What follows belongs to an exercise in optimizing a design on an open flow for small area and a short achievable clock period; a production flow would make more cautious choices. Only simulation tests tie the RTL to the original design; equivalence was not proved.

## flow/design.v (module list and top-level ports; edited modules follow where they fit)
// module churn_core: 358 lines
// module churn_icache: 52 lines
// module churn_lane: 73 lines
// module churn_maxmin: 37 lines
// module churn_cmp: 36 lines
// module churn_mac_csa: 1474 lines
// module churn_sum4_csa: 458 lines
module churn_core (
    input              clk,
    input              rst,           
    input              ce,            
    input              start,         
    input      [12:0]  prog_len,      
    input      [31:0]  budget,        
    input              xbank_sat,     
    input      [63:0]  win_dcn,       
    input      [31:0]  win_count,     
    input      [6:0]   position,      
    output             busy,
    output             done,
    output reg [31:0]  last_cycles,
    output             pm_rd,
    output     [11:0]  pm_addr,
    input      [31:0]  pm_data,
    output             x_rd,
    output     [10:0]  x_addr,
    input      [127:0] x_data,
    output             y_rd,
    output     [12:0]  y_addr,
    input      [95:0]  y_data,
    output             z_rd,
    output     [12:0]  z_raddr,
    input      [127:0] z_rdata,
    output     [3:0]   z_we,
    output     [12:0]  z_waddr,
    output     [127:0] z_wdata,
    output             rec_hdr,
    output     [10:0]  rec_words,
    output     [3:0]   rec_flags,
    output     [15:0]  rec_outno,
    output             rec_dat,
    output     [3:0]   rec_mask,
    output     [127:0] rec_data
);
  // ...
==> flow/flow/run.sh <==
#!/bin/bash
# Layout: the standard flow (standard synthesis unchanged) in two runs
# of standard.sh, both with the timing repair asked to leave setup slack of
# SETUP_SLACK_MARGIN ns at the design's own clock period and constraints,
# free to resize cells to other footprints, and with buf_2 as the port
# buffer. The second run (global and detailed routing, finish) does not
# clone gates, so its repair adds no load that its slew and capacitance
# repair, which runs before it, has not seen. Each run's make output goes to
# a log of its own; each tool's own log is under orfs/logs.
set -euo pipefail
COMMON=(SETUP_SLACK_MARGIN=11.5 MATCH_CELL_FOOTPRINT=0 'BUFFER_PORTS_ARGS=-buffer_cell sky130_fd_sc_hd__buf_2')
bash standard.sh "${COMMON[@]}" cts > standard_to_cts.log 2>&1
bash standard.sh "${COMMON[@]}" SKIP_GATE_CLONING=1 finish > standard_finish.log 2>&1
==> flow/standard.sh <==
#!/bin/bash
# synth_recipe.tcl (not shown) runs the flow's synth.tcl, then flattens the netlist and writes it again
# the make line also repeats each setting of config.mk as NAME=value (left out here)
make -C /OpenROAD-flow-scripts/flow DESIGN_CONFIG=/design/flow/config.mk WORK_HOME=/design/flow/orfs CLKGATE_MAP_FILE= SYNTH_SCRIPT=/design/flow/synth_recipe.tcl "${@:-finish}"
==> flow/config.mk <==
export PLATFORM = sky130hd
export DESIGN_NAME = churn_core
export DESIGN_NICKNAME = churn_core
export VERILOG_FILES = /design/flow/design.v
export SDC_FILE = /design/flow/constraint.sdc
export NUM_CORES = 8
export LEC_CHECK = 0
export CAP_MARGIN = 30
export CORE_MARGIN = 2
export CORE_UTILIZATION = 45
export SLEW_MARGIN = 30
==> flow/constraint.sdc <==
create_clock -name core_clock -period 22.0 [get_ports {clk}]
set_input_delay 4.4000 -clock core_clock [delete_from_list [all_inputs] [get_ports {clk}]]
set_output_delay 4.4000 -clock core_clock [all_outputs]
set_load 0.01 [all_outputs]
==> flow_summary.json, run 1 <==
{
  "worst_setup_path_end_kind": "output port",
  "clock_area_share_pct": 3.07,
  "worstPathRequired_ns": 17.60,
  "worstPathMaxFanout": 55,
  "drv_cap": 0,
  "grt_util_met2_pct": 67.2,
  "die_h_um": 688,
  "inverters": 1375,
  "syn-mean-instance-area_um2": 9.03,
  "grt_max_degree": 159,
  "finalClockSkew_ns": 0.188,
  "nWellTaps": 6198,
  "post-route-util_pct": 53.5,
  "timing.final.crit_share_pct": 52.2,
  "setup_tns_ns": 0,
  "antenna-diode-count": 128,
  "pre_cts_slack_ns": 9.13,
  "synth.distinct_cells": 136,
  "yosysMostFrequentCell": "nand2_1",
  "largest_class": "multi-input gates",
  "multi_input_gates": 17900,
  "yosys.area_share.simple_pct": 13.9,
  "synth_edf_count": 1533,
  "cpMostUsedCell": "nand2_1",
  "hold_viol_final": 0,
  "synth_common_cells": "nand2_1, nor2_1, edfxtp_1",
  "status": "complete, no violations",
  "cts_tree": "yes",
  "hold_start": "u_cache.c_dat[20][8]",
  "clock_latency_ns": 1.09,
  "largest_reg_flops": 768,
  "wl_per_cell_um": 42.3,
  "wl_met2_um": 480000,
  "die_area_um2": 473000,
  "route.vias.total": 220000,
  "top_usage_layer": "met1",
  "wl_met1_um": 476000,
  "path_class": "reg2out"
}
==> run 2: changes to the inputs <==
--- a/flow/config.mk
+++ b/flow/config.mk
@@ -7,2 +7,3 @@
 export LEC_CHECK = 0
+export ABC_AREA = 1
 export CAP_MARGIN = 30
==> run 2 against run 1 <==
Against the previous run:
- still clean on timing, DRC and antenna
- count of clock-buffer cells in the layout is 14 higher
- core utilization shrank 1.4 points
- synthesized area is 2.1% higher
- critical path depth is 2 higher
- final area down 0.74%
- maximum frequency is 7.0% higher
- synthesized cell count is 28% higher
- sequential share of layout area increased by 0.16 points
- first-iteration DRC count increased by 6.9%
==> flow_summary.json, run 2 <==
{
  "synth_area_um2": 215000,
  "yosys.area_share.simple_pct": 25.8,
  "synthFlopType": "edfxtp_1",
  "yosysTopAreaCell": "edfxtp_1",
  "crit_path_start_kind": "input port",
  "tightest_slew_ns": 1.26,
  "wl_per_cell_um": 36.1,
  "synth_edf_count": 1533,
  "worst_setup_path_end_kind": "register",
  "rrSetupSlack_ns": 11.48,
  "hold_path_class": "reg2reg",
  "hold_viol_final": 0,
  "muxShareOfSynthArea_pct": 0.661,
  "worstReg2RegEnd": "u_cache.c_dat[2][17]",
  "vias_per_cell": 6.50,
  "gp_congestion": 1.17,
  "htree_levels": 4,
  "num_io_pins": 934,
  "clk_pin_slew_ns": 0.06,
  "ys_top_cells_by_area": "edfxtp_1, nand2_1, fa_1, inv_1, nand3_1",
  "cts_sinks": 2070,
  "grt_pass1_vias": 218000,
  "timing.final.crit_share_pct": 48.8,
  "rr_worst_depth": 37,
  "finalClockSkew_ns": 0.175,
  "place.detailed.hpwl_um": 1030000,
  "top_regs": "u_cache.c_dat x768, u_cache.c_tag x372, kreg x256",
  "setup_viol": 0,
  "yosysTopAreaCellShare_pct": 21.4,
  "drtIter0Drc": 40600,
  "final_cell_mix": "nand2_1, inv_1, nand3_1",
  "first_pass_iters": 11,
  "numCtsBuffers": 237,
  "finalNetCount": 32800,
  "critical_path_buf_inv_count": 9,
  "crit_family": "adder cells",
  "status": "complete, no violations",
  "drv_slew": 0,
  "hold_buffers": 0,
  "synth_adder_area_share_pct": 15.8,
  "finalCriticalPeriod_ns": 10.73,
  "crit_cells": 21,
  "syn_nets": 32400,
  "post-route-util_pct": 52.1,
  "synth.distinct_cells": 92,
  "yosysMostFrequentCell": "nand2_1",
  "synthXorXnorAreaFrac_pct": 6.19,
  "r2r-start": "u_cache.c_dat[0][23]",
  "setup_tns_ns": 0,
  "fp-row-count": 253,
  "grt_max_degree": 171,
  "path_class": "in2reg",
  "grt_overflow_total": 0,
  "drv_cap": 0,
  "hold_start": "u_cache.c_dat[17][22]",
  "synthArstFlopShare_pct": 0,
  "critical_path_arrival_ns": 11.70,
  "drtAntennaViolNets": 0,
  "cts-root-buf": "clkbuf_16",
  "syn-mean-instance-area_um2": 7.19,
  "mostFrequentLayoutCell": "nand2_1",
  "largest_reg_flops": 768,
  "die_area_um2": 483000,
  "cts_tree": "yes",
  "cts_max_path_buffers": 4,
  "rsz0062_at_grt": "yes",
  "ys_seq_area_share_pct": 26.4,
  "worstPathMaxFanout": 13,
  "cp_cell_sequence": "buf_2 -> clkinv_1 -> buf_4 -> nor2_1 -> inv_1 -> nor3_2 -> buf_4 -> inv_1 -> a21oi_2 -> nand2_1 -> o22ai_1 -> xor2_1 -> fa_1 -> inv_1 -> fa_1 -> fa_1 -> fa_1 -> inv_1 -> fa_1 -> nand2_1 -> inv_1",
  "route.vias.total": 240000,
  "layout-drive-gt1-share_pct": 14.7,
  "synth_common_cells": "nand2_1, inv_1, nand3_1",
  "core-area_um2": 475000,
  "clock_latency_ns": 1.09,
  "grt_pass1_wl_um": 1780000,
  "die_h_um": 695,
  "fmax_mhz": 93.2,
  "synth-compound-area-share_pct": 14.5,
  "numPortBuffers": 932,
  "cpPeakStageDelay_ns": 0.81,
  "wl_um": 1340000,
  "start_util_pct": 45.2,
  "grt_antenna_before_repair": 150,
  "whs_path_depth": 0,
  "netlist_instances": 29900,
  "yosys_register_bits": 2070,
  "area_delta_synth_final_pct": 15.2,
  "drc": 0,
  "relSlewSlack_pct": 15.6,
  "critPathSlowestCell": "nand2_1",
  "synth_top_family_by_area": "simple AND/OR/NAND/NOR gates",
  "die_width_um": 695,
  "yosys_warnings": 6,
  "regMostFlops": "u_cache.c_dat",
  "min_to": "u_cache.c_dat[18][22]",
  "worstPathRequired_ns": 22.97,
  "grt_usage_pct": 52.7,
  "startpoint": "ce"
}
==> run 2: cell count changes after synthesis, sizes merged, moves of 873 or more <==
cell / delta
o21ai: +899
inv: +2627
o22ai: +1048
nand3: +2043
xnor2: -873
nand2: +5660
a22oi: -1157
==> run 2: logic make-up (layout without fill, tap and decap cells) <==
logic type / Yosys count / after routing
AO/OA/AOI/OAI: 5273 / 5274
XOR/XNOR: 1516 / 1516
adder cells (fa/ha/maj): 1984 / 1984
buffers and inverters: 5719 / 6337
flip-flops: 2070 / 2070
multiplexers: 142 / 142
other: 1 / 137
AND/OR/NAND/NOR: 13200 / 13200
==> run 2: how the worst max path moves through the flow <==
stage                               end  slack [ns]
4_1_cts                    z_wdata[111]       11.38
3_3_place_gp   lane[0].u_lane.acc_s[23]        9.60
3_5_place_dp                   mval[28]        9.89
2_1_floorplan               z_wdata[30]       11.86
5_1_grt                     z_wdata[48]       11.33
6_report       lane[1].u_lane.acc_s[22]       11.27
==> run 2: cell type report <==
type	instances	area [um^2]
timing repair inverter	1	8.76
clock buffer	283	6300
inverter	4045	15500
multi-input combinational	22100	146000
fill	47000	228000
sequential	2070	56800
tap	6375	7980
clock inverter	162	1940
timing repair buffer	1846	12700
antenna	136	340
==> run 2: what timing repair did <==
item	4_1_cts	5_1_grt
gates resized for setup	1025	1347
setup buffers	99	150
pin swaps	92	230
cloned	10	0
endpoints found under the setup margin	901	927
==> run 2: through the flow <==
| stage | worst slack (ns) | hold WS, ns | instance area (um^2) | std cells |
|---|---|---|---|---|
| after global placement | 9.60 | 0.428 | 226000 | 36100 |
| after floorplan | 11.86 | 0.421 | 215000 | 29900 |
| after detailed placement | 9.89 | 0.432 | 226000 | 36100 |
| final | 11.27 | 0.341 | 247000 | 37000 |
| after global routing | 11.33 | 0.354 | 247000 | 36900 |
| after CTS | 11.38 | 0.341 | 240000 | 36700 |
==> run 2: per-layer routing <==
layer / vias to the layer above / wire length, um / GRT usage [%]
met2: 20300 / 517000 / 72.0
li1: 99700 / - / -
met5: - / 1590 / 1.73
met3: 5121 / 204000 / 22.0
met4: 118 / 138000 / 42.6
met1: 115000 / 475000 / 64.4
==> module churn_lane, before the edit <==
module churn_lane #(parameter LANE0 = 0) (
    input         clk,
    input         clr,           
    input         mac,
    input         ldz,
    input         suma,          
    input  [31:0] x,
    input  [23:0] coef,
    input  [4:0]  xsh,
    input  [8:0]  xma,
    input  [31:0] xmb,
    input         xmb_on,
    input  [31:0] z,
    input  [4:0]  zsh,
    input  [22:0] zhm,
    input  [31:0] smax,
    input  [31:0] smin,
    input         smax_sat,
    input         smin_sat,
    input  [57:0] suma_s,
    input  [57:0] suma_c,
    output [55:0] accv,          
    output        fovf,          
    output        xcl,           
    output        ldsat,         
    output reg [31:0] st_res,    
    output reg    st_sat
);
    reg [57:0] acc_s, acc_c;     
    wire [57:0] fsum = acc_s + acc_c;
    assign fovf = (fsum[57:55] != 3'b000) && (fsum[57:55] != 3'b111);
    assign accv = !fovf ? fsum[55:0] :
                  fsum[57] ? {1'b1, 55'd0} : {1'b0, {55{1'b1}}};
    wire [32:0] xsr = {x, 1'b0} >> xsh;
    assign xcl = (|(x[31:23] & xma)) || (xmb_on && (&(x | ~xmb)));
    wire [22:0] xm = xsr[23:1] | {23{xcl}};
    wire        bm = !xcl && xsr[0];
    wire [23:0] coef_g = coef & {24{mac}};
    wire [62:0] ldsh = {{31{z[31]}}, z} << zsh;
    assign ldsat = (ldsh[62:55] != 8'h00) && (ldsh[62:55] != 8'hFF);
    wire [55:0] ld_res = !ldsat ? ldsh[55:0] :
                         ldsh[62] ? {1'b1, 55'd0} : {1'b0, {55{1'b1}}};
    wire [56:0] su   = $signed({fsum[55:0], 1'b0}) >>> zsh;    
    wire        shi  = |((fsum[54:32] ^ {23{fsum[55]}}) & zhm);
    wire        sgn  = fsum[55];
    wire        rtop = su[0] && (&su[31:1]);                   
    wire        sovf = shi || (sgn ? (!su[32] && !rtop) : (su[32] || rtop));
    wire [31:0] sz   = su[32:1] + {31'd0, su[0]};
    always @* begin
        if (fovf) begin
            st_res = fsum[57] ? smin : smax;
            st_sat = fsum[57] ? smin_sat : smax_sat;
        end else if (sovf) begin
            st_res = sgn ? 32'h8000_0000 : 32'h7FFF_FFFF;
            st_sat = 1'b1;
        end else begin
            st_res = sz;
            st_sat = 1'b0;
        end
    end
    wire [55:0] base = clr ? 56'd0 : ldz ? ld_res : accv;
    wire [57:0] mac_s, mac_c;
    churn_mac_csa u_mac (.h(xm), .r(bm), .coef(coef_g), .acc(base), .s(mac_s), .c(mac_c));
    always @(posedge clk) begin
        if (suma) begin
            acc_s <= LANE0 ? suma_s : 58'd0;
            acc_c <= LANE0 ? suma_c : 58'd0;
        end else begin
            acc_s <= mac_s;
            acc_c <= mac_c;
        end
    end
endmodule
==> run 3: changes to the inputs <==
--- a/flow/design.v
+++ b/flow/design.v
@@ -438,4 +438,24 @@
 );
-    reg [57:0] acc_s, acc_c;     
-    wire [57:0] fsum = acc_s + acc_c;
+    reg [57:0] acc_p;
+    reg [56:0] acc_g;
+    wire [57:0] kg0 = {1'b0, acc_g}, kp0 = acc_p;
+    wire [57:0] kg1, kp1, kg2, kp2, kg3, kp3, kg4, kp4, kg5, kp5, kg6;
+    wire [57:0] fsum;
+    genvar j;
+    generate
+        for (j = 0; j < 58; j = j + 1) begin : ks
+            assign kg1[j] = (j >= 1)  ? kg0[j] | (kp0[j] & kg0[j-1])  : kg0[j];
+            assign kp1[j] = (j >= 1)  ? kp0[j] & kp0[j-1]  : kp0[j];
+            assign kg2[j] = (j >= 2)  ? kg1[j] | (kp1[j] & kg1[j-2])  : kg1[j];
+            assign kp2[j] = (j >= 2)  ? kp1[j] & kp1[j-2]  : kp1[j];
+            assign kg3[j] = (j >= 4)  ? kg2[j] | (kp2[j] & kg2[j-4])  : kg2[j];
+            assign kp3[j] = (j >= 4)  ? kp2[j] & kp2[j-4]  : kp2[j];
+            assign kg4[j] = (j >= 8)  ? kg3[j] | (kp3[j] & kg3[j-8])  : kg3[j];
+            assign kp4[j] = (j >= 8)  ? kp3[j] & kp3[j-8]  : kp3[j];
+            assign kg5[j] = (j >= 16) ? kg4[j] | (kp4[j] & kg4[j-16]) : kg4[j];
+            assign kp5[j] = (j >= 16) ? kp4[j] & kp4[j-16] : kp4[j];
+            assign kg6[j] = (j >= 32) ? kg5[j] | (kp5[j] & kg5[j-32]) : kg5[j];
+            assign fsum[j] = (j >= 1) ? acc_p[j] ^ kg6[j-1] : acc_p[j];
+        end
+    endgenerate
     assign fovf = (fsum[57:55] != 3'b000) && (fsum[57:55] != 3'b111);
@@ -475,7 +495,7 @@
         if (suma) begin
-            acc_s <= LANE0 ? suma_s : 58'd0;
-            acc_c <= LANE0 ? suma_c : 58'd0;
+            acc_p <= LANE0 ? (suma_s ^ suma_c) : 58'd0;
+            acc_g <= LANE0 ? (suma_s[56:0] & suma_c[56:0]) : 57'd0;
         end else begin
-            acc_s <= mac_s;
-            acc_c <= mac_c;
+            acc_p <= mac_s ^ mac_c;
+            acc_g <= mac_s[56:0] & mac_c[56:0];
         end
--- a/flow/flow/run.sh
+++ b/flow/flow/run.sh
@@ -10,3 +10,3 @@
 set -euo pipefail
-COMMON=(SETUP_SLACK_MARGIN=11.5 MATCH_CELL_FOOTPRINT=0 'BUFFER_PORTS_ARGS=-buffer_cell sky130_fd_sc_hd__buf_2')
+COMMON=(SETUP_SLACK_MARGIN=12 MATCH_CELL_FOOTPRINT=0 'BUFFER_PORTS_ARGS=-buffer_cell sky130_fd_sc_hd__buf_2')
 bash standard.sh "${COMMON[@]}" cts > standard_to_cts.log 2>&1
==> run 3 against run 2 <==
Against the previous run:
- die area fell by 0.15%
- critical path depth rose by 5
- hold slack improved by 0.0056 ns
- register-to-register slack improved by 0.62 ns
- non-clock buffer count rose by 200
- global-route usage fell by 1.6 points
- first-iteration DRC count barely moved
- count of clock-buffer cells in the layout did not move
- clock skew fell by 0.013 ns
- highest routed layer unchanged
==> flow_summary.json, run 3 <==
{
  "syn_nets": 32300,
  "grt_pass1_wl_um": 1730000,
  "critical_path_arrival_ns": 5.76,
  "rsz0062_at_grt": "yes",
  "grt_antenna_before_repair": 145,
  "cts_max_path_buffers": 4,
  "largest_reg_flops": 768,
  "num_io_pins": 934,
  "hold_path_class": "reg2reg",
  "synth_area_um2": 215000,
  "hold-worst-slack_ns": 0.347,
  "yosysTopAreaCellShare_pct": 21.5,
  "tightest_slew_ns": 1.22,
  "finalCriticalPeriod_ns": 10.16,
  "first_pass_iters": 12,
  "vias_per_cell": 6.48,
  "area_delta_synth_final_pct": 16.5,
  "finalClockSkew_ns": 0.162,
  "ys_seq_area_share_pct": 26.5,
  "yosys_warnings": 6,
  "layout-drive-gt1-share_pct": 15.7,
  "synthFlopType": "edfxtp_1",
  "dp.cells": 35800,
  "grt_pass1_vias": 217000,
  "crit_path_start_kind": "register",
  "synthArstFlopShare_pct": 0,
  "htree_levels": 4,
  "die_h_um": 694,
  "clock_latency_ns": 1.07,
  "mostFrequentLayoutCell": "nand2_1",
  "layout.area.seq_um2": 57300,
  "drv_slew": 0,
  "worstPathMaxFanout": 15,
  "fin_cells": 36900,
  "cts_sinks": 2070,
  "syn-mean-instance-area_um2": 7.22,
  "gp_congestion": 1.17,
  "yosysTopAreaCell": "edfxtp_1",
  "drv_cap": 0,
  "route.vias.total": 239000,
  "regMostFlops": "u_cache.c_dat",
  "drtAntennaViolNets": 0,
  "worst_setup_path_end_kind": "output port",
  "n_fill_cell": 46800,
  "worstSetupEndpoint": "z_wdata[51]",
  "grt_usage_pct": 51.1,
  "worstReg2RegEnd": "u_cache.c_dat[4][15]",
  "hold_viol_final": 0,
  "relSlewSlack_pct": 17.6,
  "synth.distinct_cells": 84,
  "synth_edf_count": 1533,
  "fp-row-count": 253,
  "start_util_pct": 45.2,
  "timing.final.crit_share_pct": 46.2,
  "hold_buffers": 0,
  "wl_per_cell_um": 35.1,
  "grt_max_degree": 166,
  "die_area_um2": 482000,
  "synth_common_cells": "nand2_1, inv_1, nand3_1",
  "clk_pin_slew_ns": 0.06,
  "worstPathRequired_ns": 17.60,
  "startpoint": "lane[1].u_lane.acc_p[34]",
  "die_width_um": 694,
  "place.detailed.hpwl_um": 993000,
  "grt_overflow_total": 0,
  "numCtsBuffers": 226,
  "core-area_um2": 475000,
  "multi_input_area_um2": 144000,
  "netlist_instances": 29700,
  "wl_um": 1300000,
  "cts-root-buf": "clkbuf_16",
  "setup_tns_ns": 0,
  "path_class": "reg2out",
  "final_cell_mix": "nand2_1, inv_1, nand3_1",
  "yosysMostFrequentCell": "nand2_1",
  "rrSetupSlack_ns": 12.10,
  "setup_viol": 0,
  "status": "complete, no violations",
  "yosys_register_bits": 2070,
  "r2r-start": "u_cache.c_dat[0][23]",
  "rr_worst_depth": 40,
  "ys_top_cells_by_area": "edfxtp_1, nand2_1, fa_1, inv_1, xor2_1",
  "fmax_mhz": 98.4,
  "drc": 0,
  "drtIter0Drc": 40700,
  "top_regs": "u_cache.c_dat x768, u_cache.c_tag x372, kreg x256",
  "numPortBuffers": 932,
  "finalNetCount": 32900,
  "cts_tree": "yes"
}
## run 3: cell count changes in the layout (fill, tap and decap cells not counted), moves of 87 or more
cell / before / now
nand2_1: 7100 / 6527
inv_1: 3826 / 4209
ha_1: 593 / 811
dfxtp_1: 532 / 336
nor2_1: 1770 / 1615
a21oi_1: 808 / 937
dfxtp_4: 0 / 113
nand2_2: 365 / 472
buf_4: 795 / 900
or2_2: 178 / 75
ha_4: 94 / 7
## run 3: kinds of logic (layout without fill, tap and decap cells)
| family | Yosys count | after routing | share of synthesized area, % |
|---|---|---|---|
| and+or+nand+nor | 12200 | 12200 | 23.6 |
| adders and majority gates | 2040 | 2040 | 16.1 |
| muxes | 175 | 175 | 0.818 |
| other | 1 | 123 | 0.00175 |
| buffers and inverters | 6135 | 6949 | 11.2 |
| AOI/OAI and AO/OA | 5590 | 5590 | 15.6 |
| DFF | 2070 | 2070 | 26.5 |
| xor gates and xnor gates | 1496 | 1496 | 6.11 |
## run 3: through the flow
stage               area, um^2  utilization [%]  setup WS [ns]
detailed placement      225000             47.4           9.71
global placement        225000             47.3           9.56
CTS                     241000             50.8          11.85
finish                  250000             52.7          11.84
global route            250000             52.6          11.72
floorplan               215000                -          12.02
## run 3: worst max-delay path, cell delays in order (launching register included)
cell and delay [ns]:
dfxtp_4 0.52, nand2_1 0.11, nand2_2 0.23, inv_1 0.07
nand2_1 0.20, nand2_1 0.10, nand2_1 0.10, inv_1 0.05
nand2_1 0.15, nand2_1 0.14, nand4_1 0.17, nand2_2 0.09
buf_12 0.17, clkinvlp_4 0.08, buf_4 0.17, buf_4 0.18
nand2_1 0.06, nand3_1 0.10, nand4_1 0.15, nor4_2 0.36
and3_4 0.30, buf_4 0.14, nand3_4 0.14, clkinvlp_4 0.18
nand3b_1 0.15, a21oi_2 0.46, buf_2 0.23
## run 3: routing by layer
layer,global-route usage (%),routed length [um]
met5,0.510,924
met1,62.7,458000
met4,40.4,132000
met3,19.1,192000
met2,71.6,514000
## run 3: worst min path at each step
stage	from	to	slack [ns]	cells after the start
final	u_cache.c_dat[14][9]	u_cache.c_dat[15][9]	0.35	0
after floorplan	u_cache.c_dat[0][23]	u_cache.c_dat[1][23]	0.42	0
after global placement	u_cache.c_dat[10][2]	u_cache.c_dat[11][2]	0.43	0
after global routing	u_cache.c_dat[14][9]	u_cache.c_dat[15][9]	0.36	0
after detailed placement	u_cache.c_dat[3][5]	u_cache.c_dat[4][5]	0.43	0
after CTS	u_cache.c_dat[14][9]	u_cache.c_dat[15][9]	0.35	0
## run 3: layout make-up
type | count | area share [%]
timing repair inverter | 31 | 0.0946
antenna | 122 | 0.122
tap | 6247 | 3.13
clock buffer | 283 | 2.43
sequential | 2070 | 22.9
inverter | 4456 | 6.93
timing repair buffer | 2046 | 6.09
clock inverter | 133 | 0.650
multi-input combinational | 21500 | 57.6
## run 3: what timing repair did
action / 4_1_cts / 5_1_grt
pin swaps: 117 / 259
buffers inserted: 214 / 347
resized for setup: 1613 / 1437
endpoints found under the setup margin: 1322 / 758
cloned: 46 / 0
==> run 4: changes to the inputs <==
--- a/flow/config.mk
+++ b/flow/config.mk
@@ -10,3 +10,3 @@
 export CORE_MARGIN = 2
-export CORE_UTILIZATION = 45
+export CORE_UTILIZATION = 50
 export SLEW_MARGIN = 30
==> run 4 against run 3 <==
Against the previous run:
- still clean on timing, DRC and antenna
- synthesized cell count unchanged
- synthesized area unchanged
- non-clock buffer count fell by 20
- first-iteration DRC count increased by 7.6%
- sequential share of layout area barely moved
- sequential cell count did not move
- maximum frequency is 0.96% lower
- clock skew increased by 0.032 ns
- cell count down 1.6%
==> flow_summary.json, run 4 <==
{
  "status": "complete, no violations",
  "hold_viol_final": 0,
  "path_class": "reg2out",
  "largest_reg_flops": 768,
  "timing.final.crit_share_pct": 46.6,
  "crit_path_start_kind": "register",
  "critPathSlowestCell": "a22oi_2",
  "grt_pass1_wl_um": 1680000,
  "htree_levels": 4,
  "dp.cells": 35200,
  "vias_per_cell": 6.66,
  "start_util_pct": 50.2,
  "worstSetupEndpoint": "z_wdata[90]",
  "die_h_um": 659,
  "synth_area_um2": 215000,
  "critical_path_arrival_ns": 5.86,
  "fp-row-count": 240,
  "syn_nets": 32300,
  "worst_setup_path_end_kind": "output port",
  "synth_edf_count": 1533,
  "worstPathRequired_ns": 17.60,
  "yosysTopAreaCellShare_pct": 21.5,
  "num_io_pins": 934,
  "post-route-cell-area_um2": 250000,
  "ys_top_cells_by_area": "edfxtp_1, nand2_1, fa_1, inv_1, xor2_1",
  "hold_path_class": "reg2reg",
  "wl_per_cell_um": 34.5,
  "worstPathMaxFanout": 35,
  "grt_pass1_vias": 219000,
  "n_fill_cell": 39900,
  "placed_cell_area_um2": 224000,
  "wl_met3_um": 205000,
  "synthArstFlopShare_pct": 0,
  "core-area_um2": 427000,
  "cts_max_path_buffers": 4,
  "area_delta_synth_final_pct": 16.6,
  "drv_slew": 0,
  "r2r-start": "u_cache.c_dat[0][23]",
  "grt_usage_pct": 54.6,
  "yosys_register_bits": 2070,
  "cts_tree": "yes",
  "die_area_um2": 434000,
  "numCtsBuffers": 227,
  "yosysTopAreaCell": "edfxtp_1",
  "fmax_mhz": 97.5,
  "cts_sinks": 2070,
  "grt_antenna_before_repair": 115,
  "finalCriticalPeriod_ns": 10.26,
  "route.vias.total": 242000,
  "place.detailed.hpwl_um": 935000,
  "die_width_um": 659,
  "clk_pin_slew_ns": 0.07,
  "syn-mean-instance-area_um2": 7.22,
  "numPortBuffers": 932,
  "rrSetupSlack_ns": 11.91,
  "relSlewSlack_pct": 14.8,
  "top_layer": "met5",
  "grt_overflow_total": 0,
  "setup_viol": 0,
  "worstReg2RegEnd": "u_cache.c_dat[31][20]",
  "regMostFlops": "u_cache.c_dat",
  "drc": 0,
  "yosysMostFrequentCell": "nand2_1",
  "rr_worst_depth": 35,
  "synthFlopType": "edfxtp_1",
  "startpoint": "zsh[0]",
  "grt_max_degree": 230,
  "cpPeakStageDelay_ns": 0.57,
  "cpMostUsedCell": "nor2_4",
  "rsz0062_at_grt": "yes",
  "clock_latency_ns": 1.09,
  "gp_congestion": 1.22,
  "fin_cells": 36300,
  "drtIter0Drc": 43800,
  "wl_met1_um": 417000,
  "yosys_warnings": 6,
  "layout-drive-gt1-share_pct": 16.0,
  "synth.distinct_cells": 84,
  "finalClockSkew_ns": 0.194,
  "cts-root-buf": "clkbuf_16",
  "wl_met2_um": 479000,
  "drtAntennaViolNets": 0,
  "tightest_slew_ns": 1.27,
  "drv_cap": 0,
  "wl_um": 1250000,
  "top_regs": "u_cache.c_dat x768, u_cache.c_tag x372, kreg x256",
  "first_pass_iters": 17,
  "synth_common_cells": "nand2_1, inv_1, nand3_1",
  "final_cell_mix": "nand2_1, inv_1, nand3_1",
  "finalNetCount": 32900,
  "mostFrequentLayoutCell": "nand2_1",
  "setup_tns_ns": 0,
  "netlist_instances": 29700,
  "ys_seq_area_share_pct": 26.5
}
[run 4: cell counts after synthesis]
No cell type changed its count.
[run 4: timing repair]
item                                    4_1_cts  5_1_grt
resized for setup                          1349     1909
buffers inserted                            145      391
gates cloned                                 43        0
endpoints found under the setup margin     1481      890
hold buffers                                  0        0
pin swaps                                    96      327
[run 4: worst max-delay path, delay by kind of cell, from the launching register on]
| family | cells | cell delay [ns] |
|---|---|---|
| XOR/XNOR | 1 | 0.15 |
| adder cells (fa/ha/maj) | 2 | 0.39 |
| buffers and inverters | 9 | 1.81 |
| flip-flops | 1 | 0.43 |
| AND/OR/NAND/NOR | 9 | 1.18 |
| AO/OA/AOI/OAI | 4 | 0.96 |
[run 4: stage by stage]
step	hold slack (ns)	setup slack, ns	utilization (%)
6_report	0.374	11.74	58.5
5_1_grt	0.368	11.81	58.5
4_1_cts	0.354	11.85	55.9
3_5_place_dp	0.432	9.81	52.5
3_3_place_gp	0.428	9.84	52.4
2_1_floorplan	0.421	12.02	-
[run 4: how the worst min path moves through the flow]
stage,startpoint,to,slack (ns),depth (start not counted)
3_5_place_dp,u_cache.c_tag[15][5],u_cache.c_tag[16][5],0.43,0
5_1_grt,u_cache.c_dat[14][16],u_cache.c_dat[15][16],0.37,0
3_3_place_gp,u_cache.c_dat[18][10],u_cache.c_dat[19][10],0.43,0
4_1_cts,u_cache.c_dat[14][16],u_cache.c_dat[15][16],0.35,0
6_report,u_cache.c_dat[18][12],u_cache.c_dat[19][12],0.37,0
2_1_floorplan,u_cache.c_dat[0][23],u_cache.c_dat[1][23],0.42,0
[run 4: cell families after synthesis]
logic type | synth area share, %
DFF | 26.5
buffers and inverters | 11.2
AOI/OAI and AO/OA | 15.6
and+or+nand+nor | 23.6
muxes | 0.818
xor gates and xnor gates | 6.11
adders and majority gates | 16.1
other | 0.00175
[run 4: layer usage]
metal  GRT usage, %  up-vias
li1               -    99500
met1           63.7   113000
met2           74.7    22400
met3           25.0     6567
met4           48.6       82
met5           1.58        -
[run 4: cell type report]
cell class | count | area [um^2] | area share [%]
inverter | 4456 | 17300 | 6.91
antenna | 124 | 310 | 0.124
multi-input combinational | 21500 | 145000 | 57.9
timing repair inverter | 25 | 209 | 0.0835
clock buffer | 276 | 6020 | 2.41
clock inverter | 148 | 1930 | 0.771
tap | 5687 | 7120 | 2.85
timing repair buffer | 2026 | 15000 | 6.00
sequential | 2070 | 57400 | 22.9
==> module churn_core, before the edit <==
module churn_core (
    input              clk,
    input              rst,           
    input              ce,            
    input              start,         
    input      [12:0]  prog_len,      
    input      [31:0]  budget,        
    input              xbank_sat,     
    input      [63:0]  win_dcn,       
    input      [31:0]  win_count,     
    input      [6:0]   position,      
    output             busy,
    output             done,
    output reg [31:0]  last_cycles,
    output             pm_rd,
    output     [11:0]  pm_addr,
    input      [31:0]  pm_data,
    output             x_rd,
    output     [10:0]  x_addr,
    input      [127:0] x_data,
    output             y_rd,
    output     [12:0]  y_addr,
    input      [95:0]  y_data,
    output             z_rd,
    output     [12:0]  z_raddr,
    input      [127:0] z_rdata,
    output     [3:0]   z_we,
    output     [12:0]  z_waddr,
    output     [127:0] z_wdata,
    output             rec_hdr,
    output     [10:0]  rec_words,
    output     [3:0]   rec_flags,
    output     [15:0]  rec_outno,
    output             rec_dat,
    output     [3:0]   rec_mask,
    output     [127:0] rec_data
);
    localparam OP_NOP    = 5'h00, OP_HALT  = 5'h01, OP_LDI   = 5'h02,
               OP_SETHI  = 5'h03, OP_ADD   = 5'h04, OP_ADDI  = 5'h05,
               OP_SETP   = 5'h06, OP_GETP  = 5'h07, OP_SETSH = 5'h08,
               OP_CLRA   = 5'h09, OP_MAC   = 5'h0A, OP_MACS  = 5'h0B,
               OP_SUMA   = 5'h0C, OP_STA   = 5'h0D, OP_LDZ   = 5'h0E,
               OP_LDK    = 5'h0F, OP_STK   = 5'h10, OP_MAX   = 5'h11,
               OP_MIN    = 5'h12, OP_GETM  = 5'h13, OP_REPEAT= 5'h14,
               OP_BR     = 5'h15, OP_JMP   = 5'h16, OP_OUT   = 5'h17,
               OP_GETW   = 5'h18;
    localparam PH_IDLE = 2'd0, PH_BOUND = 2'd1, PH_EXEC = 2'd2;
    function [23:0] enc;
        input [31:0] w;
        begin
            if (w[31:26] == 6'h02)
                enc = {1'b1, w[25:23], w[19:0]};
            else if (w[31:26] == 6'h05)
                enc = {2'b01, w[25:23], w[22:20], w[15:0]};
            else if (w[31:26] == 6'h15)
                enc = {3'b001, w[25:23], w[22:20], 1'b0, w[13:12], w[11:0]};
            else if (w[31:26] == 6'h04)
                enc = {3'b000, w[30:26], w[25:23], 7'd0, w[22:20], w[19:17]};
            else if (w[31:26] == 6'h06)
                enc = {3'b000, w[30:26], w[25:23], 7'd0, w[22:20], 1'b0, w[1:0]};
            else
                enc = {3'b000, w[30:26], w[25:23], w[12:0]};
        end
    endfunction
    integer i;
    reg [1:0]  phase;
    reg [11:0] pc;
    reg [10:0] px;
    reg [12:0] py, pz;
    reg [4:0]  xsh, zsh;
    reg [31:0] kreg [0:7];
    reg [31:0] mval;
    reg [12:0] midx;
    reg [11:0] sub;           
    reg        fin;           
    reg        rep;           
    reg [11:0] repf;          
    reg [31:0] cyc;
    reg        ge_f;          
    reg        bey_f;         
    reg        bhit;          
    reg        xsat_s, accsat_s, zsat_s;
    reg [15:0] outno;
    wire [23:0] c;
    wire f_ldi  = c[23];
    wire f_addi = (c[23:22] == 2'b01);
    wire f_br   = (c[23:21] == 3'b001);
    wire f_gen  = (c[23:21] == 3'b000);
    wire [4:0] gop = c[20:16];
    wire is_halt  = f_gen && gop == OP_HALT;
    wire is_sethi = f_gen && gop == OP_SETHI;
    wire is_add   = f_gen && gop == OP_ADD;
    wire is_setp  = f_gen && gop == OP_SETP;
    wire is_getp  = f_gen && gop == OP_GETP;
    wire is_setsh = f_gen && gop == OP_SETSH;
    wire is_clra  = f_gen && gop == OP_CLRA;
    wire is_macs  = f_gen && gop == OP_MACS;
    wire is_mac   = f_gen && (gop == OP_MAC || gop == OP_MACS);
    wire is_suma  = f_gen && gop == OP_SUMA;
    wire is_sta   = f_gen && gop == OP_STA;
    wire is_ldz   = f_gen && gop == OP_LDZ;
    wire is_ldk   = f_gen && gop == OP_LDK;
    wire is_stk   = f_gen && gop == OP_STK;
    wire is_min   = f_gen && gop == OP_MIN;
    wire is_mm    = f_gen && (gop == OP_MAX || gop == OP_MIN);
    wire is_getm  = f_gen && gop == OP_GETM;
    wire is_rpt   = f_gen && gop == OP_REPEAT;
    wire is_jmp   = f_gen && gop == OP_JMP;
    wire is_out   = f_gen && gop == OP_OUT;
    wire [2:0] ka = f_ldi ? c[22:20] : f_addi ? c[21:19] : f_br ? c[20:18] : c[15:13];
    wire [2:0] kb = f_addi ? c[18:16] : f_br ? c[17:15] : c[5:3];
    wire [2:0] kc = c[2:0];
    wire [31:0] va = kreg[is_add ? kc : ka];    
    wire [31:0] vb = kreg[kb];
    reg br_cond;
    always @* begin
        case (c[13:12])
            2'd0:    br_cond = (va == vb);
            2'd1:    br_cond = (va != vb);
            2'd2:    br_cond = ($signed(va) <  $signed(vb));
            default: br_cond = ($signed(va) >= $signed(vb));
        endcase
    end
    wire idle    = (phase == PH_IDLE);
    wire bound   = (phase == PH_BOUND);
    wire abort   = bound && !rep && ge_f;
    wire beyond  = bound && !abort && bey_f;
    wire do_fetch = bound && !abort && !beyond && !bhit;
    wire exec    = (phase == PH_EXEC) || (bound && !abort && !beyond && bhit);
    wire act     = ce && exec;
    wire        first  = &sub;
    wire        mm_lb  = (sub[10:0] == c[12:2]);            
    wire        out_lb = (sub[10:0] == {3'd0, c[9:2]});     
    reg last_nr;
    always @* begin
        if (is_suma || is_jmp)  last_nr = !first;
        else if (f_br)          last_nr = !first || !br_cond;
        else if (is_mm)         last_nr = fin;
        else if (is_out)        last_nr = !first && out_lb;
        else                    last_nr = 1'b1;
    end
    wire last = rep ? (sub == repf) : last_nr;
    wire halt = !rep && is_halt;              
    wire [11:0] la = (is_jmp || (f_br && !first)) ? c[11:0] : pc + 12'd1;
    wire        any_hit;
    wire start_now = !rst && ce && idle && start;
    wire op_now    = !rst && act;
    wire next_now  = op_now && last && !halt;    
    wire fill_now  = !rst && ce && do_fetch;
    churn_icache u_cache (
        .clk(clk), .start(start_now), .next(next_now), .fill(fill_now),
        .pc(pc), .la(la), .fill_data(enc(pm_data)),
        .cur(c), .any_hit(any_hit));
    reg [8:0]  xma;           
    reg [31:0] xmb;           
    reg        xmb_on;        
    always @* begin
        for (i = 0; i < 9; i = i + 1)
            xma[i] = ({27'd0, xsh} <= i);
        for (i = 0; i < 32; i = i + 1)
            xmb[i] = ({27'd0, xsh} <= i + 1) && (i <= {27'd0, xsh} + 32'd22);
        xmb_on = (xsh != 5'd0) && (xsh <= 5'd9);
    end
    reg [22:0] zhm;           
    reg [31:0] smax, smin;
    reg        smax_sat, smin_sat;
    always @* begin
        for (i = 0; i < 23; i = i + 1)
            zhm[i] = (zsh <= i);
        smax_sat = (zsh <= 5'd24);
        smin_sat = (zsh <= 5'd23);
        smax = smax_sat ? 32'h7FFF_FFFF : (32'd1 << (6'd55 - zsh));
        smin = smin_sat ? 32'h8000_0000 : (32'd0 - (32'd1 << (6'd55 - zsh)));
    end
    wire lane_clr  = start_now || (op_now && is_clra);
    wire lane_mac  = op_now && is_mac;
    wire lane_ldz  = op_now && is_ldz;
    wire lane_suma = op_now && is_suma && !first;
    wire [55:0] accv  [0:3];
    wire [3:0]  fovf, xcl, ldsat, stsat;
    wire [31:0] st_res [0:3];
    wire [57:0] suma_s, suma_c;
    genvar gl;
    generate
        for (gl = 0; gl < 4; gl = gl + 1) begin : lane
            churn_lane #(.LANE0(gl == 0)) u_lane (
                .clk(clk),
                .clr(lane_clr), .mac(lane_mac), .ldz(lane_ldz), .suma(lane_suma),
                .x(x_data[32*gl +: 32]),
                .coef(is_macs ? y_data[23:0] : y_data[24*gl +: 24]),
                .xsh(xsh), .xma(xma), .xmb(xmb), .xmb_on(xmb_on),
                .z(z_rdata[32*gl +: 32]), .zsh(zsh),
                .zhm(zhm), .smax(smax), .smin(smin), .smax_sat(smax_sat), .smin_sat(smin_sat),
                .suma_s(suma_s), .suma_c(suma_c),
                .accv(accv[gl]), .fovf(fovf[gl]), .xcl(xcl[gl]), .ldsat(ldsat[gl]),
                .st_res(st_res[gl]), .st_sat(stsat[gl]));
        end
    endgenerate
    churn_sum4_csa u_sum4 (.a0(accv[0]), .a1(accv[1]), .a2(accv[2]), .a3(accv[3]),
                           .s(suma_s), .c(suma_c));
    wire [3:0] lb_mask = {c[1:0] == 2'd3, c[1:0] >= 2'd2, c[1:0] >= 2'd1, 1'b1};
    wire [31:0] nbest;
    wire [12:0] nidx;
    churn_maxmin u_mm (
        .best(mval), .best_idx(midx), .best_vld(sub != 12'd0), .is_min(is_min),
        .beat(sub[10:0]), .lane_vld(mm_lb ? lb_mask : 4'b1111), .z(z_rdata),
        .nbest(nbest), .nidx(nidx));
    wire [3:0] out_mask = out_lb ? lb_mask : 4'b1111;
    wire mm_beat  = is_mm && !first && !fin;
    wire out_beat = is_out && !first;
    assign busy    = !idle;
    assign done    = ce && (abort || beyond || (exec && halt));
    assign pm_rd   = ce && do_fetch;
    assign pm_addr = pc;
    assign x_rd    = act && is_mac;
    assign x_addr  = px;
    assign y_rd    = act && is_mac;
    assign y_addr  = py;
    assign z_rd    = act && (is_ldz || is_ldk || mm_beat || out_beat);
    assign z_raddr = is_ldk ? c[12:0] : is_ldz ? pz : pz + {sub[10:0], 2'b00};
    assign z_we    = !act ? 4'b0000 :
                     is_sta ? (c[0] ? 4'b0001 : 4'b1111) :
                     is_stk ? 4'b0001 : 4'b0000;
    assign z_waddr = is_stk ? c[12:0] : pz;
    assign z_wdata = {st_res[3], st_res[2], st_res[1], is_stk ? va : st_res[0]};
    assign rec_hdr   = ce && (abort || (exec && is_out && first));
    assign rec_words = abort ? 11'd0 : {1'b0, c[9:0]} + 11'd1;
    assign rec_flags = {zsat_s, accsat_s | (|fovf), xsat_s, abort};
    assign rec_outno = outno;
    assign rec_dat   = act && out_beat;
    assign rec_mask  = out_mask;
    assign rec_data  = z_rdata;
    wire kw_en = f_ldi || f_addi || is_sethi || is_add || is_getp ||
                 is_getm || is_ldk || (f_gen && gop == OP_GETW);
    wire [31:0] k_sum = vb + (f_addi ? {{16{c[15]}}, c[15:0]} : va);
    reg [31:0] kw_val;
    always @* begin
        if (f_ldi)                 kw_val = {{12{c[19]}}, c[19:0]};
        else if (f_addi || is_add) kw_val = k_sum;
        else if (is_sethi)         kw_val = {c[11:0], va[19:0]};
        else if (is_getp)          kw_val = (c[1:0] == 2'd0) ? {21'd0, px} :
                                            (c[1:0] == 2'd1) ? {19'd0, py} : {19'd0, pz};
        else if (is_getm)          kw_val = c[0] ? {19'd0, midx} : mval;
        else if (is_ldk)           kw_val = z_rdata[31:0];
        else                       kw_val = (c[1:0] == 2'd0) ? win_dcn[31:0] :
                                            (c[1:0] == 2'd1) ? win_dcn[63:32] :
                                            (c[1:0] == 2'd2) ? win_count : {25'd0, position};
    end
    wire [31:0] cyc_n = idle ? 32'd0 : cyc + 32'd1;
    always @(posedge clk) begin
        if (rst) begin
            phase <= PH_IDLE;
            last_cycles <= 32'd0;
            mval <= 32'd0;
            midx <= 13'd0;
            for (i = 0; i < 8; i = i + 1)
                kreg[i] <= 32'd0;
        end else if (ce) begin
            if (idle) begin
                if (start) begin
                    phase <= PH_BOUND;
                    pc <= 12'd0;
                    px <= 11'd0;
                    py <= 13'd0;
                    pz <= 13'd0;
                    xsh <= 5'd0;
                    zsh <= 5'd0;
                    cyc <= 32'd0;
                    ge_f <= (budget == 32'd0);
                    fin <= 1'b0;
                    bey_f <= (prog_len == 13'd0);
                    bhit <= 1'b0;
                    xsat_s <= xbank_sat;
                    zsat_s <= 1'b0;
                    outno <= 16'd0;
                    rep <= 1'b0;
                    sub <= 12'hFFF;
                end
            end else begin
                cyc <= cyc_n;
                ge_f <= (cyc_n == budget) || (ge_f && (cyc_n != 32'd0));
                if (abort || beyond) begin
                    phase <= PH_IDLE;
                    last_cycles <= cyc_n;
                end
                if (abort)
                    outno <= outno + 16'd1;
                if (do_fetch)
                    phase <= PH_EXEC;
                if (exec) begin
                    if (last) begin
                        sub <= 12'hFFF;
                        fin <= 1'b0;
                        if (halt) begin
                            phase <= PH_IDLE;
                            last_cycles <= cyc_n;
                        end else begin
                            phase <= PH_BOUND;
                            pc <= la;
                            bey_f <= ({1'b0, la} >= prog_len);
                            bhit <= any_hit;
                            rep <= !rep && is_rpt;
                            if (!rep && is_rpt)
                                repf <= {2'b00, c[9:0]} - 12'd1;
                        end
                    end else begin
                        phase <= PH_EXEC;
                        sub <= sub + 12'd1;
                        if (is_mm && !first && mm_lb)
                            fin <= 1'b1;
                    end
                    if (kw_en)
                        kreg[ka] <= kw_val;
                    if (is_setp) begin
                        case (c[1:0])
                            2'd0: px <= vb[10:0];
                            2'd1: py <= vb[12:0];
                            2'd2: pz <= vb[12:0];
                            default: ;
                        endcase
                    end
                    if (is_setsh) begin
                        xsh <= c[4:0];
                        zsh <= c[12:8];
                    end
                    if (is_mac) begin
                        if (|xcl) xsat_s <= 1'b1;
                        px <= px + 11'd4;
                        py <= py + {8'd0, c[4:0]};
                    end
                    if (is_sta) begin
                        if (c[0]) begin
                            if (stsat[0]) zsat_s <= 1'b1;
                            pz <= pz + 13'd1;
                        end else begin
                            if (|stsat) zsat_s <= 1'b1;
                            pz <= pz + 13'd4;
                        end
                    end
                    if (is_ldz)
                        pz <= pz + 13'd4;
                    if (mm_beat) begin
                        mval <= nbest;
                        midx <= nidx;
                    end
                    if (is_out && first)
                        outno <= outno + 16'd1;
                end
            end
        end
    end
    always @(posedge clk) begin
        if (start_now)
            accsat_s <= 1'b0;
        else if ((|fovf) || (lane_ldz && (|ldsat)))
            accsat_s <= 1'b1;
    end
endmodule
==> run 5: changes to the inputs <==
--- a/flow/design.v
+++ b/flow/design.v
@@ -74,2 +74,4 @@
     reg [11:0] sub;           
+    reg        frst;          
+    reg [11:0] pc1;           
     reg        fin;           
@@ -130,3 +132,3 @@
     wire act     = ce && exec;
-    wire        first  = &sub;
+    wire        first  = frst;
     wire        mm_lb  = (sub[10:0] == c[12:2]);            
@@ -143,3 +145,3 @@
     wire halt = !rep && is_halt;              
-    wire [11:0] la = (is_jmp || (f_br && !first)) ? c[11:0] : pc + 12'd1;
+    wire [11:0] la = (is_jmp || (f_br && !first)) ? c[11:0] : pc1;
     wire        any_hit;
@@ -262,2 +264,3 @@
                     pc <= 12'd0;
+                    pc1 <= 12'd1;
                     px <= 11'd0;
@@ -277,2 +280,3 @@
                     sub <= 12'hFFF;
+                    frst <= 1'b1;
                 end
@@ -292,2 +296,3 @@
                         sub <= 12'hFFF;
+                        frst <= 1'b1;
                         fin <= 1'b0;
@@ -299,2 +304,3 @@
                             pc <= la;
+                            pc1 <= la + 12'd1;
                             bey_f <= ({1'b0, la} >= prog_len);
@@ -308,2 +314,3 @@
                         sub <= sub + 12'd1;
+                        frst <= 1'b0;
                         if (is_mm && !first && mm_lb)
--- a/flow/config.mk
+++ b/flow/config.mk
@@ -10,3 +10,3 @@
 export CORE_MARGIN = 2
-export CORE_UTILIZATION = 50
+export CORE_UTILIZATION = 45
 export SLEW_MARGIN = 30
==> run 5 against run 4 <==
Against the previous run:
- sequential share of layout area increased by 0.14 points
- non-clock buffer count fell by 27
- clock skew is 0.026 ns lower
- first-iteration DRC count fell by 14%
- critical path type unchanged
==> flow_summary.json, run 5 <==
{
  "num_io_pins": 934,
  "numPortBuffers": 932,
  "die_h_um": 696,
  "drv_slew": 0,
  "grt_pass1_wl_um": 1720000,
  "wl_um": 1290000,
  "min_to": "u_cache.c_dat[27][8]",
  "start_util_pct": 45.1,
  "ys_seq_area_share_pct": 26.5,
  "synthXorXnorAreaFrac_pct": 6.15,
  "grt_util_met2_pct": 71.8,
  "numCtsBuffers": 240,
  "critical_path_arrival_ns": 5.77,
  "gp_congestion": 1.18,
  "cts-root-buf": "clkbuf_16",
  "grt_max_degree": 170,
  "hold_start": "u_cache.c_dat[26][8]",
  "place.detailed.hpwl_um": 973000,
  "grt_antenna_before_repair": 121,
  "syn_nets": 32300,
  "setup_tns_ns": 0,
  "yosys_warnings": 6,
  "finalNetCount": 32900,
  "drtAntennaViolNets": 0,
  "grt_usage_pct": 50.6,
  "wl_per_cell_um": 34.8,
  "worstPathMaxFanout": 18,
  "cts_sinks": 2083,
  "grt_overflow_total": 0,
  "final_cell_mix": "nand2_1, inv_1, o21ai_0",
  "cts_max_path_buffers": 4,
  "rrSetupSlack_ns": 12.11,
  "clock_latency_ns": 1.07,
  "route.vias.total": 237000,
  "path_class": "reg2out",
  "finalCriticalPeriod_ns": 10.17,
  "synth_top_family_by_area": "simple AND/OR/NAND/NOR gates",
  "synth_edf_count": 1546,
  "yosysTopAreaCellShare_pct": 21.5,
  "synth_area_um2": 216000,
  "mostFrequentLayoutCell": "nand2_1",
  "finalClockSkew_ns": 0.168,
  "muxShareOfSynthArea_pct": 0.892,
  "top_regs": "u_cache.c_dat x768, u_cache.c_tag x372, kreg x256",
  "tightest_slew_ns": 1.20,
  "fp-row-count": 254,
  "grt_pass1_vias": 217000,
  "vias_per_cell": 6.41,
  "yosysTopAreaCell": "edfxtp_1",
  "drv_cap": 0,
  "syn-mean-instance-area_um2": 7.26,
  "rr_worst_depth": 33,
  "synthArstFlopShare_pct": 0,
  "hold_viol_final": 0,
  "crit_path_start_kind": "register",
  "worst_setup_path_end_kind": "output port",
  "die_width_um": 696,
  "synth_adder_area_share_pct": 16.1,
  "n_fill_cell": 47700,
  "cts_tree": "yes",
  "drtIter0Drc": 37700,
  "yosysMostFrequentCell": "nand2_1",
  "core-area_um2": 478000,
  "use_met1_pct": 60.5,
  "synth.distinct_cells": 89,
  "clk_pin_slew_ns": 0.06,
  "ys_top_cells_by_area": "edfxtp_1, nand2_1, fa_1, inv_1, xor2_1",
  "setup_viol": 0,
  "r2r-start": "u_cache.c_dat[0][22]",
  "grt_use_met3_pct": 18.2,
  "yosys.area_share.simple_pct": 22.6,
  "area_delta_synth_final_pct": 16.0,
  "drc": 0,
  "layout-drive-gt1-share_pct": 15.7,
  "whs_path_depth": 0,
  "worstPathRequired_ns": 17.60,
  "htree_levels": 4,
  "worstReg2RegEnd": "u_cache.c_dat[30][7]",
  "synthFlopType": "edfxtp_1",
  "yosys_register_bits": 2083,
  "synth-compound-area-share_pct": 16.2,
  "fmax_mhz": 98.3,
  "top_usage_layer": "met2",
  "placed_cell_area_um2": 227000,
  "hold_path_class": "reg2reg",
  "status": "complete, no violations",
  "hold_buffers": 0,
  "die_area_um2": 485000,
  "first_pass_iters": 13,
  "netlist_instances": 29700,
  "relSlewSlack_pct": 18.8,
  "synth_common_cells": "nand2_1, inv_1, nand3_1",
  "largest_reg_flops": 768,
  "rsz0062_at_grt": "yes",
  "regMostFlops": "u_cache.c_dat",
  "timing.final.crit_share_pct": 46.2,
  "post-route-cell-area_um2": 250000
}
## run 5: cell count changes after synthesis, moves of 34 or more
cell,previous run,this run
a21oi_1,1121,1047
a22o_1,185,135
a32o_1,68,34
buf_1,258,198
buf_2,225,316
clkbuf_1,1020,968
inv_1,4333,4494
nand2_1,7178,6674
nand3_1,2316,2155
nor2_1,1918,2036
o211ai_1,208,342
o21ai_0,1874,2114
o22ai_1,1270,1318
## run 5: per-layer routing
| metal | routed length [um] | vias to the layer above |
|---|---|---|
| met4 | 144000 | 64 |
| met2 | 513000 | 18800 |
| met5 | 789 | - |
| met1 | 449000 | 114000 |
| met3 | 180000 | 5143 |
| li1 | - | 99500 |
## run 5: area by class of cell
cell class	count	area [um^2]	area share, %
timing repair buffer	1999	14300	5.74
multi-input combinational	21300	144000	57.5
antenna	91	228	0.0910
sequential	2083	57700	23.1
inverter	4632	17900	7.18
tap	6400	8010	3.20
timing repair inverter	12	118	0.0470
clock buffer	294	6380	2.55
clock inverter	153	1540	0.617
## run 5: kinds of logic after synthesis
| logic type | after synthesis |
|---|---|
| and+or+nand+nor | 11700 |
| buffers and inverters | 6321 |
| AOI/OAI and AO/OA | 5865 |
| DFF | 2083 |
| adders and majority gates | 2040 |
| xor gates and xnor gates | 1515 |
| muxes | 192 |
| other | 1 |
## run 5: worst max-delay path, cell delays in order (launching register included)
cell and delay [ns]:
edfxtp_1 0.44, clkbuf_16 0.21, buf_8 0.15, buf_4 0.14, nor2_2 0.12, buf_12 0.29
clkinv_16 0.11, nor2_1 0.25, inv_2 0.16, o22ai_2 0.11, buf_4 0.36, inv_1 0.28
o21ai_0 0.25, nor4_1 0.10, o211ai_1 0.28, nor2_4 0.12, nand3_4 0.18, a21oi_4 0.10
buf_6 0.17, buf_12 0.18, a22oi_2 0.48, buf_2 0.24
## run 5: worst max-delay path by stage
| stage | start | to | slack [ns] |
|---|---|---|---|
| 3_5_place_dp | ce | lane[1].u_lane.acc_p[35] | 9.90 |
| 5_1_grt | lane[2].u_lane.acc_g[0] | z_wdata[71] | 11.84 |
| 3_3_place_gp | ce | lane[1].u_lane.acc_p[35] | 10.00 |
| 2_1_floorplan | zsh[3] | z_wdata[30] | 12.06 |
| 6_report | zsh[3] | z_wdata[39] | 11.83 |
| 4_1_cts | z_rdata[31] | lane[0].u_lane.acc_p[19] | 11.92 |
## run 5: timing repair
action	in CTS	in global routing
gates cloned	37	0
resized for setup	1529	1516
endpoints found under the setup margin	1381	439
pin swaps	163	292
buffers inserted	188	257
## run 5: stage by stage
step	std cells	hold slack [ns]	setup slack [ns]	util, %
after global placement	35900	0.428	10.00	47.3
final	37000	0.355	11.83	52.3
after detailed placement	36000	0.432	9.90	47.4
after floorplan	29700	0.421	12.06	-
after global routing	36900	0.372	11.84	52.3
after CTS	36600	0.349	11.92	50.6
==> run 6: changes to the inputs <==
--- a/flow/config.mk
+++ b/flow/config.mk
@@ -10,3 +10,3 @@
 export CORE_MARGIN = 2
-export CORE_UTILIZATION = 45
+export CORE_UTILIZATION = 50
 export SLEW_MARGIN = 30
==> run 6 against run 5 <==
Against the previous run:
- maximum frequency fell by 1.3%
- critical path depth fell by 5
- via count rose by 3.5%
- still clean on timing, DRC and antenna
- largest cell class unchanged
- die area fell by 9.9%
- setup slack got worse by 0.14 ns
- non-clock buffer count rose by 106
- routed wire length barely moved
- sequential share of layout area fell by 0.068 points
==> flow_summary.json, run 6 <==
{
  "grt_max_degree": 195,
  "gp_congestion": 1.21,
  "die_h_um": 661,
  "path_class": "reg2out",
  "cts_tree": "yes",
  "mostFrequentLayoutCell": "nand2_1",
  "wl_per_cell_um": 35.3,
  "htree_levels": 4,
  "grt_overflow_total": 0,
  "ys_top_cells_by_area": "edfxtp_1, nand2_1, fa_1, inv_1, xor2_1",
  "setup_tns_ns": 0,
  "grt_antenna_before_repair": 145,
  "drtIter0Drc": 45300,
  "clk_pin_slew_ns": 0.07,
  "first_pass_iters": 15,
  "area_delta_synth_final_pct": 16.2,
  "synth_edf_count": 1546,
  "cts_sinks": 2083,
  "drv_slew": 0,
  "grt_usage_pct": 56.1,
  "rsz0062_at_grt": "yes",
  "numPortBuffers": 932,
  "timing.final.crit_share_pct": 46.8,
  "regMostFlops": "u_cache.c_dat",
  "yosysTopAreaCell": "edfxtp_1",
  "status": "complete, no violations",
  "start_util_pct": 50.1,
  "hold_viol_final": 0,
  "yosysTopAreaCellShare_pct": 21.5,
  "yosys_warnings": 6,
  "place.detailed.hpwl_um": 966000,
  "final_cell_mix": "nand2_1, inv_1, nand3_1",
  "drtAntennaViolNets": 0,
  "synth.distinct_cells": 89,
  "numCtsBuffers": 225,
  "yosysMostFrequentCell": "nand2_1",
  "syn_nets": 32300,
  "synth_area_um2": 216000,
  "wl_um": 1290000,
  "core-area_um2": 430000,
  "grt_pass1_wl_um": 1720000,
  "ys_seq_area_share_pct": 26.5,
  "clock_latency_ns": 1.06,
  "synthArstFlopShare_pct": 0,
  "cts_max_path_buffers": 4,
  "finalNetCount": 33000,
  "yosys_register_bits": 2083,
  "drc": 0,
  "critical_path_arrival_ns": 5.90,
  "top_regs": "u_cache.c_dat x768, u_cache.c_tag x372, kreg x256",
  "drv_cap": 0,
  "netlist_instances": 29700,
  "n_fill_cell": 39500,
  "fp-row-count": 241,
  "die_area_um2": 437000,
  "relSlewSlack_pct": 10.8,
  "cts-root-buf": "clkbuf_16",
  "grt_pass1_vias": 223000,
  "setup_viol": 0,
  "route.vias.total": 245000,
  "pre_cts_slack_ns": 9.64,
  "worst_setup_path_end_kind": "output port",
  "finalClockSkew_ns": 0.144,
  "tightest_slew_ns": 1.32,
  "die_width_um": 661,
  "hold_path_class": "reg2reg",
  "setup_ws_ns": 11.70,
  "fmax_mhz": 97.0,
  "worstPathRequired_ns": 17.60,
  "finalCriticalPeriod_ns": 10.30,
  "worstPathMaxFanout": 29,
  "syn-mean-instance-area_um2": 7.26,
  "vias_per_cell": 6.74,
  "synth_common_cells": "nand2_1, inv_1, nand3_1",
  "num_io_pins": 934,
  "layout-drive-gt1-share_pct": 16.0,
  "crit_path_start_kind": "register",
  "synthFlopType": "edfxtp_1",
  "largest_reg_flops": 768
}
-- run 6: area by class of cell --
cell class                      count  area (um^2)  area share (%)
Multi-Input combinational cell  21300       144000            57.6
Sequential cell                  2083        57600            23.0
Inverter                         4632        17900            7.16
Timing Repair Buffer             2105        15700            6.26
Tap cell                         5710         7140            2.85
Clock buffer                      293         6060            2.42
Clock inverter                    113         1220           0.487
Antenna cell                      135          338           0.135
Timing Repair inverter             16          138          0.0549
-- run 6: worst paths after layout --
kind	startpoint	endpoint	slack, ns	cells past startpoint
setup reg to reg	u_cache.c_dat[0][3]	u_cache.c_tag[13][11]	12.00	30
hold / removal	u_cache.c_dat[18][19]	u_cache.c_dat[19][19]	0.37	0
setup / recovery	lane[1].u_lane.acc_p[56]	z_wdata[71]	11.70	16
hold reg to reg	u_cache.c_dat[18][19]	u_cache.c_dat[19][19]	0.37	0
-- run 6: cells by family (layout without fill, tap and decap cells) --
kind of cell             Yosys count  in the layout  share of synthesized area, %
AND/OR/NAND/NOR                11700          11700                          22.6
flip-flops                      2083           2083                          26.5
multiplexers                     192            192                         0.892
buffers and inverters           6321           7159                          11.6
XOR/XNOR                        1515           1515                          6.15
other                              1            136                       0.00174
adder cells (fa/ha/maj)         2040           2040                          16.1
AO/OA/AOI/OAI                   5865           5867                          16.2
-- run 6: repair_timing --
action / 4_1_cts / 5_1_grt
hold endpoints to repair: 0 / 0
hold buffers: 0 / 0
gates cloned: 43 / 0
setup endpoints to repair: 742 / 1080
gates resized for setup: 1505 / 1581
setup buffers: 187 / 357
pin swaps: 148 / 345
-- run 6: metal layers --
metal | global-route usage (%) | up-vias | part of all wire, %
met5 | 3.08 | - | 0.17
met4 | 50.2 | 93 | 12
met3 | 25.8 | 7233 | 16
met2 | 76.6 | 23800 | 38
met1 | 65.1 | 114000 | 33
li1 | - | 99700 | -
-- run 6: metrics by stage --
step           utilization (%)  instance area (um^2)  cells  hold slack, ns
6_report                  58.2                251000  36400           0.372
3_3_place_gp              52.3                225000  35300           0.428
5_1_grt                   58.2                250000  36300           0.388
3_5_place_dp              52.4                226000  35300           0.432
4_1_cts                   55.9                241000  35900           0.346
2_1_floorplan                -                216000  29700           0.421
-- run 6: critical path, stage by stage, from the launching register on --
cell and delay (ns):
dfxtp_1 0.30, buf_4 0.45, inv_4 0.29, nor3_1 0.42, nand2_1 0.17, nor2_1 0.17
nand3_1 0.15, nand3_1 0.11, buf_4 0.33, inv_1 0.26, nand2_1 0.11, o21ai_0 0.08
nand2_1 0.10, buf_6 0.42, nand2_4 0.40, o211ai_1 0.84, buf_2 0.29

[static timing again, ports no longer ideal]
How much do the figures lean on ideal ports? The routed layouts below were timed once more, with nothing changed but the port constraints.
Step 1, drivers: a clkbuf_16 drives clk and a buf_2 each remaining input, both assumed.
Step 2 adds t to the input delays and takes it off the output delays; t is the mean of the earliest and latest rising clock arrival at the registers after step 1. Input paths then give back, and output paths get back, about the clock's delay inside the block.
Three values: ideal, step 1, step 2; two values: the first two.
run | t (ns) | slack for setup (ns) | worst setup path after step 2 | pins driven straight from the clock port
run 1 | 1.144 | 10.522 / 10.371 / 10.324 | input to register | 1
run 2 | 1.140 | 11.270 / 11.150 / 10.203 | input to register | 1
run 3 | 1.139 | 11.838 / 11.684 / 10.836 | input to register | 1
run 4 | 1.139 | 11.740 / 11.592 / 10.854 | input to register | 1
run 5 | 1.146 | 11.831 / 11.684 / 10.845 | input to register | 1
run 6 | 1.138 | 11.695 / 11.548 / 10.712 | input to register | 1
After both steps setup and hold are still met in every run listed. The setup slack of run 2, which loses most, moves by -0.120 ns with the drivers and by -1.067 ns with both steps.
